Context: an optimization exercise on an open-source flow, tuned for small area. The choices shown serve that exercise and are no tape-out recipe. The RTL was checked by simulation tests, not by an equivalence proof against the original design.

==> run Z: inputs <==
// phot_stage
module phot_stage (
    input  wire        clk,
    input  wire        rst,             
    input  wire [16:0] scale,           
    input  wire        floor_protect,
    input  wire [15:0] nb_gain,         
    input  wire [2:0]  rate,            
    input  wire        maint,           
    input  wire        cfg_we,
    input  wire [8:0]  cfg_addr,
    input  wire [15:0] cfg_wdata,
    input  wire        in_valid,
    input  wire [15:0] in_d,            
    input  wire [15:0] in_m,            
    input  wire        in_h,            
    input  wire [15:0] in_f,            
    input  wire [15:0] in_g,            
    input  wire [1:0]  in_cls,          
    input  wire [3:0]  in_tidx,         
    input  wire        in_probe,        
    input  wire        in_last,         
    output reg         out_valid,
    output reg  [11:0] out_code,
    output wire [2:0]  out_probe,       
    output reg         out_last,
    output reg  [36:0] out_q_in,        
    output reg  [36:0] out_q_out,
    output wire [32:0] out_c_n,
    output wire [32:0] out_c_t
);
export LEC_CHECK = 0
export CAP_MARGIN = 20
export CELL_PAD_IN_SITES_DETAIL_PLACEMENT = 1
export CELL_PAD_IN_SITES_GLOBAL_PLACEMENT = 2
export CORE_MARGIN = 2
export CORE_UTILIZATION = 40
export CTS_CLUSTER_DIAMETER = 80
export CTS_CLUSTER_SIZE = 25
export GPL_TIMING_DRIVEN = 0
export PLACE_DENSITY = 0.55
export SLEW_MARGIN = 20
export SYNTH_MEMORY_MAX_BITS = 8192
create_clock -name core_clock -period 12.0 [get_ports {clk}]
standard.sh (not shown) runs the stock make flow with config.mk's settings and CLKGATE_MAP_FILE= SYNTH_SCRIPT=/design/flow/synth_recipe.tcl, a recipe that flattens the netlist after the stock synthesis.
==> flow/flow/run.sh <==
#!/bin/bash
# The standard layout (standard.sh, standard synthesis unchanged) with two
# changes to how the layout is made:
#  - the input and output ports get buf_1 port buffers;
#  - the post-placement slew repair uses small buffers (flow/smallbuf.tcl).
set -euo pipefail
export BUFFER_PORTS_ARGS="-buffer_cell sky130_fd_sc_hd__buf_1"
export PRE_RESIZE_TCL="$PWD/flow/smallbuf.tcl"
bash standard.sh > standard_flow.log 2>&1
==> flow/flow/smallbuf.tcl <==
# Sourced before the post-placement repair_design step (PRE_RESIZE_TCL):
# repair the slew of long nets with small buffers rather than 6x-16x ones.
set_dont_use [get_lib_cells {sky130_fd_sc_hd__buf_6 sky130_fd_sc_hd__buf_8 sky130_fd_sc_hd__buf_12 sky130_fd_sc_hd__buf_16 sky130_fd_sc_hd__bufbuf_8 sky130_fd_sc_hd__bufbuf_16}]
==> run R (differences from run Z) <==
--- a/flow/design.v
+++ b/flow/design.v
@@ -47,30 +47,30 @@
                     kodd[gi] <= wclamp;
         end
         for (gi = 1; gi <= 15; gi = gi + 1) begin : g_pal
             always @(posedge clk)
                 if (wpal && cfg_addr[3:0] == gi)
                     palette[gi] <= cfg_wdata;
         end
     endgenerate
-    function [15:0] rd_even(input [7:0] a);
+    function [15:0] rd_even(input [15:0] lo, input [8:0] hi);
         integer j;
         begin
             rd_even = 16'd0;
             for (j = 0; j <= 128; j = j + 1)
-                rd_even = rd_even | ({16{a == j}} & keven[j]);
+                rd_even = rd_even | ({16{lo[j % 16] & hi[j / 16]}} & keven[j]);
         end
     endfunction
-    function [15:0] rd_odd(input [6:0] a);
+    function [15:0] rd_odd(input [15:0] lo, input [7:0] hi);
         integer j;
         begin
             rd_odd = 16'd0;
             for (j = 0; j < 128; j = j + 1)
-                rd_odd = rd_odd | ({16{a == j}} & kodd[j]);
+                rd_odd = rd_odd | ({16{lo[j % 16] & hi[j / 16]}} & kodd[j]);
         end
     endfunction
     function [15:0] rd_pal(input [3:0] a);
         integer j;
         begin
             rd_pal = 16'd0;
             for (j = 1; j <= 15; j = j + 1)
                 rd_pal = rd_pal | ({16{a == j}} & palette[j]);
@@ -1832,27 +1832,32 @@
     wire p7b_418 = (p7b_362 & p7b_363) | (p7b_362 & (~(y7a_3[15] & nb_gain[13]))) | (p7b_363 & (~(y7a_3[15] & nb_gain[13])));
     wire p7b_419 = p7b_364 ^ (~(y7a_3[14] & nb_gain[15])) ^ (~(y7a_3[15] & nb_gain[14]));
     wire p7b_420 = (p7b_364 & (~(y7a_3[14] & nb_gain[15]))) | (p7b_364 & (~(y7a_3[15] & nb_gain[14]))) | ((~(y7a_3[14] & nb_gain[15])) & (~(y7a_3[15] & nb_gain[14])));
     wire [31:0] p7b = ~{1'b1, p7b_420, p7b_418, p7b_416, p7b_414, p7b_412, p7b_410, p7b_408, p7b_406, p7b_404, p7b_402, p7b_400, p7b_398, p7b_396, p7b_394, p7b_392, p7b_390, p7b_388, p7b_386, p7b_384, p7b_382, p7b_380, p7b_378, p7b_376, p7b_374, p7b_372, p7b_370, p7b_368, p7b_366, p7b_365, (~(y7a_3[0] & nb_gain[1])), (~(y7a_3[0] & nb_gain[0]))} + ~{1'b1, (~(y7a_3[15] & nb_gain[15])), p7b_419, p7b_417, p7b_415, p7b_413, p7b_411, p7b_409, p7b_407, p7b_405, p7b_403, p7b_401, p7b_399, p7b_397, p7b_395, p7b_393, p7b_391, p7b_389, p7b_387, p7b_385, p7b_383, p7b_381, p7b_379, p7b_377, p7b_375, p7b_373, p7b_371, p7b_369, p7b_367, (~(y7a_3[2] & nb_gain[0])), (~(y7a_3[1] & nb_gain[0])), 1'b1};
     wire [15:0] y7b = (p7b[31:30] != 2'd0) ? 16'hFFFF : p7b[29:14];
     wire [15:0] y7  = boost3 ? y7b : y7a_3;
     reg        v4, last4, probe4, masked4, dark4, trump4;
     reg [15:0] y4_4, y5_4, y7_4;
-    reg [7:0]  ei_4;
+    reg [15:0] elo_4, olo_4;
+    reg [8:0]  ehi_4;
+    reg [7:0]  ohi_4;
+    wire [7:0] ei = {1'b0, y7[15:9]} + {7'd0, y7[8]};    
+    wire [6:0] oi = y7[15:9];                             
     always @(posedge clk) begin
         if (rst) v4 <= 1'b0;
         else     v4 <= v3;
-        y4_4 <= y4_3;  y5_4 <= y5_3;  y7_4 <= y7;  ei_4 <= {1'b0, y7[15:9]} + {7'd0, y7[8]};
+        y4_4 <= y4_3;  y5_4 <= y5_3;  y7_4 <= y7;  
+        elo_4 <= 16'd1 << ei[3:0];  ehi_4 <= 9'd1 << ei[7:4];
+        olo_4 <= 16'd1 << oi[3:0];  ohi_4 <= 8'd1 << oi[6:4];
         trump4 <= trump3;
         dark4 <= dark3;  masked4 <= masked3;  probe4 <= probe3;  last4 <= last3;
     end
-    wire [6:0]  oi = y7_4[15:9];
-    wire [15:0] ke = rd_even(ei_4);
-    wire [15:0] ko = rd_odd(oi);
+    wire [15:0] ke = rd_even(elo_4, ehi_4);
+    wire [15:0] ko = rd_odd(olo_4, ohi_4);
     wire [15:0] ta = y7_4[8] ? ko : ke;
     wire [15:0] tb = y7_4[8] ? ke : ko;
     wire [7:0]  tf = y7_4[7:0];
     wire [16:0] dt = {1'b0, tb} - {1'b0, ta};
     wire xi_1 = (~ta[3]) ^ (~(dt[4] & tf[7])) ^ 1'b1;
     wire xi_2 = ((~ta[3]) & (~(dt[4] & tf[7]))) | ((~ta[3]) & 1'b1) | ((~(dt[4] & tf[7])) & 1'b1);
     wire xi_3 = (~ta[4]) ^ (~(dt[5] & tf[7])) ^ 1'b1;
     wire xi_4 = ((~ta[4]) & (~(dt[5] & tf[7]))) | ((~ta[4]) & 1'b1) | ((~(dt[5] & tf[7])) & 1'b1);
==> flow/flow/smallbuf.tcl (replaced) <==
# Sourced before the post-placement repair_design step (PRE_RESIZE_TCL):
# repair the slew of long nets with buf_1/buf_2 buffers rather than 4x-16x ones.
set_dont_use [get_lib_cells {sky130_fd_sc_hd__buf_4 sky130_fd_sc_hd__buf_6 sky130_fd_sc_hd__buf_8 sky130_fd_sc_hd__buf_12 sky130_fd_sc_hd__buf_16 sky130_fd_sc_hd__bufbuf_8 sky130_fd_sc_hd__bufbuf_16}]
Settings changed: SETUP_SLACK_MARGIN from default to 0.7.
==> run notes <==
| quantity | run R | run Z |
|---|---|---|
| Status | finished clean | failed layout checks |
| Violated checks | - | setup timing |
| Pin slew with the least headroom to its limit | 1.39 ns | 1.40 ns |
| Design area | 236000 um2 | 237000 um2 |
| Number of multi-input logic gates | 7385 | 7491 |
| Starting utilization of the core area | 40.2% | 40.1% |
| WHS | 0.266 ns | 0.319 ns |
| Critical Path End | out_code[10] | out_code[7] |
| XOR/XNOR Fraction of Synth Area | 0.779% | 0.885% |
| Nets in the synthesized netlist | 14.9k | 14.8k |
| Maximum achievable frequency | 87.8 MHz | 83.2 MHz |
| Distinct cell type count of the synthesized netlist | 99 | 90 |
| Smallest setup slack after layout | 0.612 ns | -0.0202 ns |
| Area grow syn2layout | 13.3% | 14.7% |
| Die width | 725 um | 723 um |

==> port drivers added, routing unchanged <==
No port has a modelled driver above. Below, the same layouts with a new extraction and two added sets of constraints.
Step 1, drivers: a clkbuf_16 drives clk and a buf_2 each remaining input, both assumed.
Step 2 moves the port delays by t, midway between the first and last clock arrival at a register: inputs arrive t later, outputs are due t later. That takes back most of the time a late clock gives input paths.
a / b / c = ideal / step 1 / step 2; a / b = the first two.
| run | shift t [ns] | slack for setup (ns) | hold slack, ns | worst setup path at the end | latest minus earliest clock arrival (ns) |
|---|---|---|---|---|---|
| run Z | 1.220 | -0.020 / -0.020 / -0.589 | 0.319 / 0.319 / 0.319 | input to register | 0.156 / 0.156 |
| run R | 1.164 | 0.612 / 0.612 / -0.076 | 0.266 / 0.266 / 0.266 | input to register | 0.200 / 0.200 |
With both steps, setup timing fails in run R, where it was met with ideal ports. For run R, which loses most, drivers alone change the setup slack by 0.000 ns; drivers and shift together by -0.688 ns.
